This is an optimization exercise on Yosys and OpenROAD, whose aim is small area, a short achievable clock period and few clock cycles per item, not a production implementation. RTL that was checked went through simulation tests only; none was proved equivalent to the original. No activity file was given, so power comes from the tool's default toggle rates.

==> 03-20: inputs <==
==> flow/design.v (excerpt) <==
module cvu_contexts (
    input  wire        clk,
    input  wire        rst,
    input  wire        req_valid,
    output wire        req_ready,
    input  wire        req_write,
    input  wire [7:0]  req_waddr,
    input  wire [31:0] req_wdata,
    input  wire [3:0]  req_be,
    output wire        rsp_valid,
    output wire [31:0] rsp_rdata
);
clock: 8.0 ns
lec_check: 0
cap_margin: 20
core_margin: 2
core_utilization: 45
place_density: 0.6
setup_slack_margin: 4.5
slew_margin: 20
run.sh (not shown) runs the stock make flow with config.mk's settings and CLKGATE_MAP_FILE= SYNTH_SCRIPT=/design/flow/synth_recipe.tcl, a recipe that flattens the netlist after the stock synthesis.
==> 05-15 (differences from 03-20) <==
--- a/flow/design.v
+++ b/flow/design.v
@@ -247,33 +247,31 @@
             f_c16_2[26] = 1'b0;
             f_c16_2[27] = 1'b0;
             f_c16_2[28] = 1'b0;
             f_c16_2[29] = 1'b0;
             f_c16_2[30] = 1'b0;
             f_c16_2[31] = 1'b0;
         end
     endfunction
-    function [31:0] crc_two;
-        input [31:0] s;
-        input [7:0]  b0;
-        input        e0;
-        input [7:0]  b1;
-        input        e1;
-        input [1:0]  alg;
-        reg   [7:0]  bb;
-        reg   [31:0] t1, t2;
+    function [1:0] lane_first;
+        input [3:0] e;
+        input       swap;
         begin
-            bb = e0 ? b0 : b1;
-            case (alg)
-                ALG_CRC32: begin t1 = f_c32_1(s, bb, 8'h0);  t2 = f_c32_2(s, b0, b1);  end
-                ALG_CRC16: begin t1 = f_c16_1(s, bb, 8'h0);  t2 = f_c16_2(s, b0, b1);  end
-                default:   begin t1 = f_c32c_1(s, bb, 8'h0); t2 = f_c32c_2(s, b0, b1); end
-            endcase
-            crc_two = (e0 & e1) ? t2 : (e0 | e1) ? t1 : s;
+            if (!swap) lane_first = e[0] ? 2'd0 : e[1] ? 2'd1 : e[2] ? 2'd2 : 2'd3;
+            else       lane_first = e[3] ? 2'd3 : e[2] ? 2'd2 : e[1] ? 2'd1 : 2'd0;
+        end
+    endfunction
+    function [1:0] lane_second;
+        input [3:0] e;
+        input       swap;
+        reg   [3:0] m;
+        begin
+            m = e & ~(4'b0001 << lane_first(e, swap));
+            lane_second = lane_first(m, swap);
         end
     endfunction
     reg        stall_q;
     reg        a_v;
     reg        a_wr;
     reg        a_ctxacc;
     reg        a_dg;
     reg [3:0]  a_ctx;
@@ -320,52 +318,47 @@
     wire [16*32-1:0] cnt_all;
     wire [16*2-1:0]  alg_all;
     wire [15:0]      swap_all;
     reg        r_v;
     reg [3:0]  r_ctx;
     reg        r_feed, r_cfgw, r_init, r_stw, r_cntw, r_rd;
     reg [2:0]  r_rsel;           
     reg [31:0] r_wd;             
-    reg [3:0]  r_be;
+    reg [2:0]  r_nb;             
+    reg [8:0]  r_k;              
     reg [31:0] r_s;
     reg [31:0] r_cnt;
     reg [1:0]  r_alg;
     reg        r_swap;
     reg        x_v;
     reg [3:0]  x_ctx;
     reg        x_feed, x_ws, x_wc, x_wcfg;
     reg [31:0] x_data;           
+    reg [31:0] x_rdata;          
     reg [31:0] x_cnt;
     reg [1:0]  x_alg;
     reg        x_swap;
-    reg [7:0]  x_b2, x_b3;
-    reg        x_e2, x_e3;
+    reg [3:0]  x_k;              
+    reg [15:0] x_bytes;
     reg        w_v;
     reg [3:0]  w_ctx;
     reg [15:0] w_oh;             
     reg        w_ws, w_wc, w_wcfg;
     reg [31:0] w_s;
     reg [31:0] w_cnt;
     reg [1:0]  w_alg;
     reg        w_swap;
     reg        r_usew;           
-    wire [31:0] x_s_fin = x_feed ? crc_two(x_data, x_b2, x_e2, x_b3, x_e3, x_alg) : x_data;
+    wire [31:0] x_s_fin = ({32{x_k[0]}} & f_c32c_2(x_data, x_bytes[7:0], x_bytes[15:8])) |
+                          ({32{x_k[1]}} & f_c32_2(x_data, x_bytes[7:0], x_bytes[15:8]))  |
+                          ({32{x_k[2]}} & f_c16_2(x_data, x_bytes[7:0], x_bytes[15:8]))  |
+                          ({32{x_k[3]}} & x_data);
     wire        r_16 = (r_alg == ALG_CRC16);
-    wire [7:0]  ob0 = r_wd[7:0];
-    wire [7:0]  ob1 = r_wd[15:8];
-    wire [7:0]  ob2 = r_wd[23:16];
-    wire [7:0]  ob3 = r_wd[31:24];
-    wire        oe0 = r_be[0];
-    wire        oe1 = r_be[1];
-    wire        oe2 = r_be[2];
-    wire        oe3 = r_be[3];
-    wire [2:0]  r_nb = {2'b00, r_be[0]} + {2'b00, r_be[1]} + {2'b00, r_be[2]} + {2'b00, r_be[3]};
     wire [31:0] r_sv    = r_usew ? w_s : r_s;
-    wire [31:0] r_s_two = crc_two(r_sv, ob0, oe0, ob1, oe1, r_alg);
     wire [31:0] r_s_simple = r_init ? (r_16 ? 32'h0000FFFF : 32'hFFFFFFFF)
                                     : (r_16 ? {16'h0, r_wd[15:0]} : r_wd);
     wire [31:0] r_cnt_simple = r_init ? 32'h0 : r_wd;
     reg [31:0] r_rdata;
     always @(*) begin
         case (r_rsel)
             R_CFG:    r_rdata = {27'h0, r_swap, 2'b00, r_alg};
             R_STATE:  r_rdata = r_16 ? {16'h0, r_sv[15:0]} : r_sv;
@@ -383,76 +376,124 @@
         rf_s = 32'h0; rf_cnt = 32'h0; rf_alg = 2'h0; rf_swap = 1'b0;
         for (k = 0; k < 16; k = k + 1) begin
             rf_s    = rf_s    | (s_all[32*k +: 32]   & {32{a_oh[k]}});
             rf_cnt  = rf_cnt  | (cnt_all[32*k +: 32] & {32{a_oh[k]}});
             rf_alg  = rf_alg  | (alg_all[2*k +: 2]   & {2{a_oh[k]}});
             rf_swap = rf_swap | (swap_all[k] & a_oh[k]);
         end
     end
-    wire hit_r = r_v && (r_ctx == a_ctx);
-    wire hit_x = x_v && (x_ctx == a_ctx);
-    wire hit_w = w_v && (w_ctx == a_ctx);
+    reg hit_r, hit_x, hit_w;
+    always @(posedge clk) begin
+        if (rst) begin
+            hit_r <= 1'b0;
+            hit_x <= 1'b0;
+            hit_w <= 1'b0;
+        end else if (stall_q) begin
+            hit_r <= 1'b0;
+            hit_x <= hit_r;
+            hit_w <= hit_x;
+        end else begin
+            hit_r <= a_v && (a_ctx == in_ctx);
+            hit_x <= r_v && (r_ctx == in_ctx);
+            hit_w <= x_v && (x_ctx == in_ctx);
+        end
+    end
     wire hit_rs = hit_r && (r_init || r_stw);
     wire a_usew = !hit_rs && hit_x && x_ws && x_feed;
     wire [31:0] a_s = hit_rs           ? r_s_simple :
                       (hit_x && x_ws)  ? x_data     :
                       (hit_w && w_ws)  ? w_s        : rf_s;
     wire [31:0] a_cnt = (hit_r && (r_init || r_cntw)) ? r_cnt_simple :
                         (hit_x && x_wc)               ? x_cnt        :
                         (hit_w && w_wc)               ? w_cnt        : rf_cnt;
     wire [1:0]  a_alg = (hit_r && r_cfgw) ? r_wd[1:0] :
                         (hit_x && x_wcfg) ? x_alg     :
                         (hit_w && w_wcfg) ? w_alg     : rf_alg;
     wire        a_swap = (hit_r && r_cfgw) ? r_wd[4] :
                          (hit_x && x_wcfg) ? x_swap  :
                          (hit_w && w_wcfg) ? w_swap  : rf_swap;
+    wire [1:0] a_l0f = lane_first(a_be, 1'b0),  a_l1f = lane_first(a_be, 1'b1);
+    wire [1:0] a_l0s = lane_second(a_be, 1'b0), a_l1s = lane_second(a_be, 1'b1);
+    wire [1:0] a_l0l = lane_first(a_be, 1'b1),  a_l1l = lane_first(a_be, 1'b0);
+    wire       a_all = &a_be;
+    wire [1:0] a_lf  = a_swap ? a_l1f : a_l0f;
+    wire [1:0] a_ls  = a_swap ? a_l1s : a_l0s;
+    wire [1:0] a_ll  = a_swap ? a_l1l : a_l0l;
+    wire [1:0] a_lx  = a_all ? (a_swap ? 2'd1 : 2'd2) : a_ls;
+    wire [31:0] a_pack = {a_wd[8*a_ll +: 8], a_wd[8*a_lx +: 8], a_wd[8*a_ls +: 8], a_wd[8*a_lf +: 8]};
     wire a_ok  = a_v && !stall_q;
     wire a_cw  = a_wr && a_ctxacc;
+    wire       a_feedop = a_cw && (a_reg == R_FEED);
+    wire [2:0] a_nb  = {2'b00, a_be[0]} + {2'b00, a_be[1]} + {2'b00, a_be[2]} + {2'b00, a_be[3]};
+    wire       a_one = a_nb[0];
+    wire       a_two = !a_nb[0] && (a_nb[2] || a_nb[1]);
+    wire       a_c32  = (a_alg == ALG_CRC32);
+    wire       a_c16  = (a_alg == ALG_CRC16);
+    wire       a_c32c = !a_c32 && !a_c16;
     always @(posedge clk) begin
         if (rst)
             r_v <= 1'b0;
         else
             r_v <= a_ok;
         r_ctx  <= a_ctx;
         r_feed <= a_cw && (a_reg == R_FEED);
         r_cfgw <= a_cw && (a_reg == R_CFG);
         r_init <= a_cw && (a_reg == R_CMD) && a_wd[0];
         r_stw  <= a_cw && (a_reg == R_STATE);
         r_cntw <= a_cw && (a_reg == R_COUNT);
         r_rd   <= !a_wr;
         r_rsel <= a_dg ? 3'd6 : a_ctxacc ? ((a_reg[2:1] == 2'b11) ? 3'd7 : a_reg) : 3'd7;
-        r_wd   <= (a_dg && !a_wr)                      ? {26'h0, dg_q} :
-                  (a_cw && (a_reg == R_FEED) && a_swap) ? {a_wd[7:0], a_wd[15:8], a_wd[23:16], a_wd[31:24]} :
-                                                          a_wd;
-        r_be   <= a_swap ? {a_be[0], a_be[1], a_be[2], a_be[3]} : a_be;
+        r_wd   <= (a_dg && !a_wr)             ? {26'h0, dg_q} :
+                  (a_cw && (a_reg == R_FEED)) ? a_pack :
+                                                a_wd;
+        r_nb   <= a_nb;
+        r_k[0] <= a_feedop && a_one && a_c32c;
+        r_k[1] <= a_feedop && a_one && a_c32;
+        r_k[2] <= a_feedop && a_one && a_c16;
+        r_k[3] <= a_feedop && a_two && a_c32c;
+        r_k[4] <= a_feedop && a_two && a_c32;
+        r_k[5] <= a_feedop && a_two && a_c16;
+        r_k[6] <= a_feedop && (a_nb == 3'd0);
+        r_k[7] <= !a_wr;
+        r_k[8] <= a_wr && !a_feedop;
         r_s    <= a_s;
         r_cnt  <= a_cnt;
         r_alg  <= a_alg;
         r_swap <= a_swap;
         r_usew <= a_usew;
     end
+    wire x_two_n = r_feed && (r_nb[2] || (r_nb[1] && r_nb[0]));
     always @(posedge clk) begin
         if (rst)
             x_v <= 1'b0;
         else
             x_v <= r_v;
         x_ctx  <= r_ctx;
         x_feed <= r_feed;
         x_ws   <= r_v && (r_feed || r_init || r_stw);
         x_wc   <= r_v && (r_feed || r_init || r_cntw);
         x_wcfg <= r_v && r_cfgw;
-        x_data <= r_feed ? r_s_two : r_rd ? r_rdata : r_s_simple;
+        x_data <= ({32{r_k[0]}} & f_c32c_1(r_sv, r_wd[7:0], 8'h0))        |
+                  ({32{r_k[1]}} & f_c32_1(r_sv, r_wd[7:0], 8'h0))         |
+                  ({32{r_k[2]}} & f_c16_1(r_sv, r_wd[7:0], 8'h0))         |
+                  ({32{r_k[3]}} & f_c32c_2(r_sv, r_wd[7:0], r_wd[15:8])) |
+                  ({32{r_k[4]}} & f_c32_2(r_sv, r_wd[7:0], r_wd[15:8]))  |
+                  ({32{r_k[5]}} & f_c16_2(r_sv, r_wd[7:0], r_wd[15:8]))  |
+                  ({32{r_k[6]}} & r_sv)                                  |
+                  ({32{r_k[8]}} & r_s_simple);
+        x_rdata <= r_rdata;
         x_cnt  <= r_feed ? r_cnt + {29'h0, r_nb} : r_cnt_simple;
         x_alg  <= r_cfgw ? r_wd[1:0] : r_alg;
         x_swap <= r_wd[4];
-        x_b2   <= ob2;
-        x_b3   <= ob3;
-        x_e2   <= oe2;
-        x_e3   <= oe3;
+        x_k[0]  <= x_two_n && (r_alg != ALG_CRC32) && (r_alg != ALG_CRC16);
+        x_k[1]  <= x_two_n && (r_alg == ALG_CRC32);
+        x_k[2]  <= x_two_n && (r_alg == ALG_CRC16);
+        x_k[3]  <= !x_two_n;
+        x_bytes <= r_wd[31:16];
     end
     always @(posedge clk) begin
         if (rst) begin
             w_v  <= 1'b0;
             w_oh <= 16'h0;
         end else begin
             w_v  <= x_v;
             w_oh <= x_v ? (16'h0001 << x_ctx) : 16'h0;
@@ -489,10 +530,10 @@
                 cnt_q  <= (wb_cnt & {32{we_c}})  | (cnt_q & {32{~we_c}});
                 alg_q  <= (wb_alg & {2{we_g}})   | (alg_q & {2{~we_g}});
                 swap_q <= (wb_swap & we_g)       | (swap_q & ~we_g);
             end
         end
     endgenerate
     assign req_ready = ~stall_q;
     assign rsp_valid = x_v;
-    assign rsp_rdata = x_data;
+    assign rsp_rdata = x_rdata;
 endmodule
==> flow/config.mk (replaced) <==
export PLATFORM = sky130hd
export DESIGN_NAME = cvu_contexts
export DESIGN_NICKNAME = cvu_contexts
export VERILOG_FILES = /design/flow/design.v
export SDC_FILE = /design/flow/constraint.sdc
export NUM_CORES = 4
export LEC_CHECK = 0
export CAP_MARGIN = 20
export CORE_MARGIN = 2
export CORE_UTILIZATION = 55
export CTS_BUF_LIST = sky130_fd_sc_hd__clkbuf_16
export CTS_CLUSTER_DIAMETER = 60
export CTS_CLUSTER_SIZE = 30
export PLACE_DENSITY = 0.68
export SETUP_SLACK_MARGIN = 5.0
export SLEW_MARGIN = 20
==> results.rst <==
.. list-table::
   :header-rows: 1

   * - Metric
     - Value
   * - Outcome
     - timing/DRC/antenna clean
   * - Slew of the pin with the lowest slew margin
     - roughly 1400 ps
   * - Placed instance count
     - approximately 6.3k
   * - Effective utilization at floorplan
     - 0.5536
   * - Buffers excl. clock
     - 300
   * - Cell Int Power
     - 14790 µW
   * - Post-synthesis share of cell area spent on and, or, nand and nor gates
     - 0.05477
Source of the figures above: 05-15

==> results.rst <==
.. list-table::
   :header-rows: 1

   * - Metric
     - Value
   * - Placed instance count
     - approximately 7.4k
   * - Post-synthesis share of cell area spent on and, or, nand and nor gates
     - 0.06056
   * - Effective utilization at floorplan
     - 0.4516
   * - Outcome
     - timing/DRC/antenna clean
   * - Slew of the pin with the lowest slew margin
     - approximately 1300 ps
   * - Cell Int Power
     - 16480 µW
   * - Buffers excl. clock
     - just under 300
Source of the figures above: 03-20

Testbench counts of 03-20, summed over its fixed seeds: cycles 24,624, accesses 24,000.
Testbench counts of 05-15, summed over its fixed seeds: cycles 24,624, accesses 24,000.

==> job 3606 <==
cvu_contexts, a different RTL version from the one above (not shown whole).
clock: 8.0 ns
lec_check: 0
cap_margin: 20
core_margin: 2
core_utilization: 45
place_density: 0.6
setup_slack_margin: 4.7
slew_margin: 20
==> inputs of job 369, as changes to job 3606 <==
--- a/flow/design.v
+++ b/flow/design.v
@@ -247,67 +247,31 @@
             f_c16_2[26] = 1'b0;
             f_c16_2[27] = 1'b0;
             f_c16_2[28] = 1'b0;
             f_c16_2[29] = 1'b0;
             f_c16_2[30] = 1'b0;
             f_c16_2[31] = 1'b0;
         end
     endfunction
-    function [31:0] crc_upto2;
-        input [31:0] s;
-        input [7:0]  b;
-        input [7:0]  c;
-        input        one;
-        input        two;
-        input [1:0]  alg;
-        reg   [31:0] t1, t2;
+    function [1:0] lane_first;
+        input [3:0] e;
+        input       swap;
         begin
-            case (alg)
-                ALG_CRC32: begin t1 = f_c32_1(s, b, 8'h0);  t2 = f_c32_2(s, b, c);  end
-                ALG_CRC16: begin t1 = f_c16_1(s, b, 8'h0);  t2 = f_c16_2(s, b, c);  end
-                default:   begin t1 = f_c32c_1(s, b, 8'h0); t2 = f_c32c_2(s, b, c); end
-            endcase
-            crc_upto2 = two ? t2 : one ? t1 : s;
+            if (!swap) lane_first = e[0] ? 2'd0 : e[1] ? 2'd1 : e[2] ? 2'd2 : 2'd3;
+            else       lane_first = e[3] ? 2'd3 : e[2] ? 2'd2 : e[1] ? 2'd1 : 2'd0;
         end
     endfunction
-    function [31:0] crc_2;
-        input [31:0] s;
-        input [7:0]  b;
-        input [7:0]  c;
-        input [1:0]  alg;
+    function [1:0] lane_second;
+        input [3:0] e;
+        input       swap;
+        reg   [3:0] m;
         begin
-            case (alg)
-                ALG_CRC32: crc_2 = f_c32_2(s, b, c);
-                ALG_CRC16: crc_2 = f_c16_2(s, b, c);
-                default:   crc_2 = f_c32c_2(s, b, c);
-            endcase
-        end
-    endfunction
-    function [31:0] pack_feed;
-        input [31:0] wd;
-        input [3:0]  be;
-        input        swap;
-        reg   [7:0]  q [0:3];
-        reg   [2:0]  n;
-        integer i, l;
-        begin
-            q[0] = 8'h0; q[1] = 8'h0; q[2] = 8'h0; q[3] = 8'h0;
-            n = 3'd0;
-            for (i = 0; i < 4; i = i + 1) begin
-                l = swap ? 3 - i : i;
-                if (be[l]) begin
-                    q[n[1:0]] = wd[8*l +: 8];
-                    n = n + 3'd1;
-                end
-            end
-            if (n[0])
-                pack_feed = {q[2], q[1], 8'h00, q[0]};
-            else
-                pack_feed = {q[3], q[2], q[1], q[0]};
+            m = e & ~(4'b0001 << lane_first(e, swap));
+            lane_second = lane_first(m, swap);
         end
     endfunction
     reg        stall_q;
     reg        a_v;
     reg        a_wr;
     reg        a_ctxacc;
     reg        a_dg;
     reg [3:0]  a_ctx;
@@ -355,42 +319,45 @@
     wire [16*2-1:0]  alg_all;
     wire [15:0]      swap_all;
     reg        r_v;
     reg [3:0]  r_ctx;
     reg        r_feed, r_cfgw, r_init, r_stw, r_cntw, r_rd;
     reg [2:0]  r_rsel;           
     reg [31:0] r_wd;             
     reg [2:0]  r_nb;             
+    reg [8:0]  r_k;              
     reg [31:0] r_s;
     reg [31:0] r_cnt;
     reg [1:0]  r_alg;
     reg        r_swap;
     reg        x_v;
     reg [3:0]  x_ctx;
     reg        x_feed, x_ws, x_wc, x_wcfg;
     reg [31:0] x_data;           
     reg [31:0] x_cnt;
     reg [1:0]  x_alg;
     reg        x_swap;
-    reg        x_two;            
+    reg [3:0]  x_k;              
     reg [15:0] x_bytes;
     reg        w_v;
     reg [3:0]  w_ctx;
     reg [15:0] w_oh;             
     reg        w_ws, w_wc, w_wcfg;
     reg [31:0] w_s;
     reg [31:0] w_cnt;
     reg [1:0]  w_alg;
     reg        w_swap;
     reg        r_usew;           
-    wire [31:0] x_s_fin = (x_feed && x_two) ? crc_2(x_data, x_bytes[7:0], x_bytes[15:8], x_alg) : x_data;
+    wire [31:0] x_s_fin = ({32{x_k[0]}} & f_c32c_2(x_data, x_bytes[7:0], x_bytes[15:8])) |
+                          ({32{x_k[1]}} & f_c32_2(x_data, x_bytes[7:0], x_bytes[15:8]))  |
+                          ({32{x_k[2]}} & f_c16_2(x_data, x_bytes[7:0], x_bytes[15:8]))  |
+                          ({32{x_k[3]}} & x_data);
     wire        r_16 = (r_alg == ALG_CRC16);
     wire [31:0] r_sv    = r_usew ? w_s : r_s;
-    wire [31:0] r_s_two = crc_upto2(r_sv, r_wd[7:0], r_wd[15:8], r_nb[0], ~r_nb[0] & (r_nb[2] | r_nb[1]), r_alg);
     wire [31:0] r_s_simple = r_init ? (r_16 ? 32'h0000FFFF : 32'hFFFFFFFF)
                                     : (r_16 ? {16'h0, r_wd[15:0]} : r_wd);
     wire [31:0] r_cnt_simple = r_init ? 32'h0 : r_wd;
     reg [31:0] r_rdata;
     always @(*) begin
         case (r_rsel)
             R_CFG:    r_rdata = {27'h0, r_swap, 2'b00, r_alg};
             R_STATE:  r_rdata = r_16 ? {16'h0, r_sv[15:0]} : r_sv;
@@ -408,73 +375,123 @@
         rf_s = 32'h0; rf_cnt = 32'h0; rf_alg = 2'h0; rf_swap = 1'b0;
         for (k = 0; k < 16; k = k + 1) begin
             rf_s    = rf_s    | (s_all[32*k +: 32]   & {32{a_oh[k]}});
             rf_cnt  = rf_cnt  | (cnt_all[32*k +: 32] & {32{a_oh[k]}});
             rf_alg  = rf_alg  | (alg_all[2*k +: 2]   & {2{a_oh[k]}});
             rf_swap = rf_swap | (swap_all[k] & a_oh[k]);
         end
     end
-    wire hit_r = r_v && (r_ctx == a_ctx);
-    wire hit_x = x_v && (x_ctx == a_ctx);
-    wire hit_w = w_v && (w_ctx == a_ctx);
+    reg hit_r, hit_x, hit_w;
+    always @(posedge clk) begin
+        if (rst) begin
+            hit_r <= 1'b0;
+            hit_x <= 1'b0;
+            hit_w <= 1'b0;
+        end else if (stall_q) begin
+            hit_r <= 1'b0;
+            hit_x <= hit_r;
+            hit_w <= hit_x;
+        end else begin
+            hit_r <= a_v && (a_ctx == in_ctx);
+            hit_x <= r_v && (r_ctx == in_ctx);
+            hit_w <= x_v && (x_ctx == in_ctx);
+        end
+    end
     wire hit_rs = hit_r && (r_init || r_stw);
     wire a_usew = !hit_rs && hit_x && x_ws && x_feed;
     wire [31:0] a_s = hit_rs           ? r_s_simple :
                       (hit_x && x_ws)  ? x_data     :
                       (hit_w && w_ws)  ? w_s        : rf_s;
     wire [31:0] a_cnt = (hit_r && (r_init || r_cntw)) ? r_cnt_simple :
                         (hit_x && x_wc)               ? x_cnt        :
                         (hit_w && w_wc)               ? w_cnt        : rf_cnt;
     wire [1:0]  a_alg = (hit_r && r_cfgw) ? r_wd[1:0] :
                         (hit_x && x_wcfg) ? x_alg     :
                         (hit_w && w_wcfg) ? w_alg     : rf_alg;
     wire        a_swap = (hit_r && r_cfgw) ? r_wd[4] :
                          (hit_x && x_wcfg) ? x_swap  :
                          (hit_w && w_wcfg) ? w_swap  : rf_swap;
+    wire [1:0] a_l0f = lane_first(a_be, 1'b0),  a_l1f = lane_first(a_be, 1'b1);
+    wire [1:0] a_l0s = lane_second(a_be, 1'b0), a_l1s = lane_second(a_be, 1'b1);
+    wire [1:0] a_l0l = lane_first(a_be, 1'b1),  a_l1l = lane_first(a_be, 1'b0);
+    wire       a_all = &a_be;
+    wire [1:0] a_lf  = a_swap ? a_l1f : a_l0f;
+    wire [1:0] a_ls  = a_swap ? a_l1s : a_l0s;
+    wire [1:0] a_ll  = a_swap ? a_l1l : a_l0l;
+    wire [1:0] a_lx  = a_all ? (a_swap ? 2'd1 : 2'd2) : a_ls;
+    wire [31:0] a_pack = {a_wd[8*a_ll +: 8], a_wd[8*a_lx +: 8], a_wd[8*a_ls +: 8], a_wd[8*a_lf +: 8]};
     wire a_ok  = a_v && !stall_q;
     wire a_cw  = a_wr && a_ctxacc;
+    wire       a_feedop = a_cw && (a_reg == R_FEED);
+    wire [2:0] a_nb  = {2'b00, a_be[0]} + {2'b00, a_be[1]} + {2'b00, a_be[2]} + {2'b00, a_be[3]};
+    wire       a_one = a_nb[0];
+    wire       a_two = !a_nb[0] && (a_nb[2] || a_nb[1]);
+    wire       a_c32  = (a_alg == ALG_CRC32);
+    wire       a_c16  = (a_alg == ALG_CRC16);
+    wire       a_c32c = !a_c32 && !a_c16;
     always @(posedge clk) begin
         if (rst)
             r_v <= 1'b0;
         else
             r_v <= a_ok;
         r_ctx  <= a_ctx;
         r_feed <= a_cw && (a_reg == R_FEED);
         r_cfgw <= a_cw && (a_reg == R_CFG);
         r_init <= a_cw && (a_reg == R_CMD) && a_wd[0];
         r_stw  <= a_cw && (a_reg == R_STATE);
         r_cntw <= a_cw && (a_reg == R_COUNT);
         r_rd   <= !a_wr;
         r_rsel <= a_dg ? 3'd6 : a_ctxacc ? ((a_reg[2:1] == 2'b11) ? 3'd7 : a_reg) : 3'd7;
         r_wd   <= (a_dg && !a_wr)             ? {26'h0, dg_q} :
-                  (a_cw && (a_reg == R_FEED)) ? pack_feed(a_wd, a_be, a_swap) :
+                  (a_cw && (a_reg == R_FEED)) ? a_pack :
                                                 a_wd;
-        r_nb   <= {2'b00, a_be[0]} + {2'b00, a_be[1]} + {2'b00, a_be[2]} + {2'b00, a_be[3]};
+        r_nb   <= a_nb;
+        r_k[0] <= a_feedop && a_one && a_c32c;
+        r_k[1] <= a_feedop && a_one && a_c32;
+        r_k[2] <= a_feedop && a_one && a_c16;
+        r_k[3] <= a_feedop && a_two && a_c32c;
+        r_k[4] <= a_feedop && a_two && a_c32;
+        r_k[5] <= a_feedop && a_two && a_c16;
+        r_k[6] <= a_feedop && (a_nb == 3'd0);
+        r_k[7] <= !a_wr;
+        r_k[8] <= a_wr && !a_feedop;
         r_s    <= a_s;
         r_cnt  <= a_cnt;
         r_alg  <= a_alg;
         r_swap <= a_swap;
         r_usew <= a_usew;
     end
+    wire x_two_n = r_feed && (r_nb[2] || (r_nb[1] && r_nb[0]));
     always @(posedge clk) begin
         if (rst)
             x_v <= 1'b0;
         else
             x_v <= r_v;
         x_ctx  <= r_ctx;
         x_feed <= r_feed;
         x_ws   <= r_v && (r_feed || r_init || r_stw);
         x_wc   <= r_v && (r_feed || r_init || r_cntw);
         x_wcfg <= r_v && r_cfgw;
-        x_data <= r_feed ? r_s_two : r_rd ? r_rdata : r_s_simple;
+        x_data <= ({32{r_k[0]}} & f_c32c_1(r_sv, r_wd[7:0], 8'h0))        |
+                  ({32{r_k[1]}} & f_c32_1(r_sv, r_wd[7:0], 8'h0))         |
+                  ({32{r_k[2]}} & f_c16_1(r_sv, r_wd[7:0], 8'h0))         |
+                  ({32{r_k[3]}} & f_c32c_2(r_sv, r_wd[7:0], r_wd[15:8])) |
+                  ({32{r_k[4]}} & f_c32_2(r_sv, r_wd[7:0], r_wd[15:8]))  |
+                  ({32{r_k[5]}} & f_c16_2(r_sv, r_wd[7:0], r_wd[15:8]))  |
+                  ({32{r_k[6]}} & r_sv)                                  |
+                  ({32{r_k[7]}} & r_rdata)                               |
+                  ({32{r_k[8]}} & r_s_simple);
         x_cnt  <= r_feed ? r_cnt + {29'h0, r_nb} : r_cnt_simple;
         x_alg  <= r_cfgw ? r_wd[1:0] : r_alg;
         x_swap <= r_wd[4];
-        x_two   <= r_nb[2] | (r_nb[1] & r_nb[0]);
+        x_k[0]  <= x_two_n && (r_alg != ALG_CRC32) && (r_alg != ALG_CRC16);
+        x_k[1]  <= x_two_n && (r_alg == ALG_CRC32);
+        x_k[2]  <= x_two_n && (r_alg == ALG_CRC16);
+        x_k[3]  <= !x_two_n;
         x_bytes <= r_wd[31:16];
     end
     always @(posedge clk) begin
         if (rst) begin
             w_v  <= 1'b0;
             w_oh <= 16'h0;
         end else begin
             w_v  <= x_v;
==> flow/config.mk (replaced) <==
export PLATFORM = sky130hd
export DESIGN_NAME = cvu_contexts
export DESIGN_NICKNAME = cvu_contexts
export VERILOG_FILES = /design/flow/design.v
export SDC_FILE = /design/flow/constraint.sdc
export NUM_CORES = 4
export LEC_CHECK = 0
export CAP_MARGIN = 20
export CORE_MARGIN = 2
export CORE_UTILIZATION = 45
export CTS_BUF_LIST = sky130_fd_sc_hd__clkbuf_8
export CTS_CLUSTER_DIAMETER = 40
export CTS_CLUSTER_SIZE = 16
export PLACE_DENSITY = 0.6
export SETUP_SLACK_MARGIN = 4.8
export SLEW_MARGIN = 20
==> results.py <==
metrics = {
    "status": {
        "outcome": "timing/DRC/antenna clean",
    },
    "cells_and_area": {
        "seq_cell_count": 1443,
        "drive_above_1_share": 0.155,
    },
    "place": {
        "dp_cells": 6992,
    },
    "global_route": {
        "antenna_found_initial": 8,
    },
    "pwr": {
        "pwr-share-seq": 0.378,
    },
}
# the run above: job 3606

==> results.py <==
metrics = {
    "status": {
        "outcome": "timing/DRC/antenna clean",
    },
    "pwr": {
        "pwr-share-seq": 0.398,
    },
    "place": {
        "dp_cells": 6752,
    },
    "cells_and_area": {
        "seq_cell_count": 1452,
        "drive_above_1_share": 0.157,
    },
    "global_route": {
        "antenna_found_initial": 10,
    },
}
# the run above: job 369

Testbench counts of job 369, summed over its fixed seeds: cycles 24,624, accesses 24,000.
Only the layout flow was run in job 3606; the RTL was not checked for function there.

static timing again, ports no longer ideal:
In the flow no input, the clock included, has a driving cell. The finished layouts below were timed again as built, in two steps. Step 1 assumes that a clkbuf_16 drives the clock port and a buf_2 every other input. Step 2 adds t to the input delays and takes it off the output delays; t is the mean of the earliest and latest rising clock arrival at the registers after step 1. Input paths then give back, and output paths get back, about the clock's delay inside the block. Slacks: ideal ports / drivers / drivers and shift; pairs: ideal ports / drivers.
run	t, ns	setup WS [ns]	latest minus earliest clock arrival (ns)	worst data-port slew with drivers (ns)
03-20	0.870	4.347 / 4.347 / 3.778	0.051 / 0.050	0.09
05-15	0.818	4.931 / 4.931 / 4.153	0.065 / 0.065	0.04
job 3606	0.862	4.168 / 4.168 / 3.969	0.033 / 0.032	0.06
job 369	1.002	4.745 / 4.745 / 3.873	0.079 / 0.079	0.04
After both steps setup and hold are still met in every run listed. For job 369, which loses most, drivers alone change the setup slack by 0.000 ns; drivers and shift together by -0.872 ns.
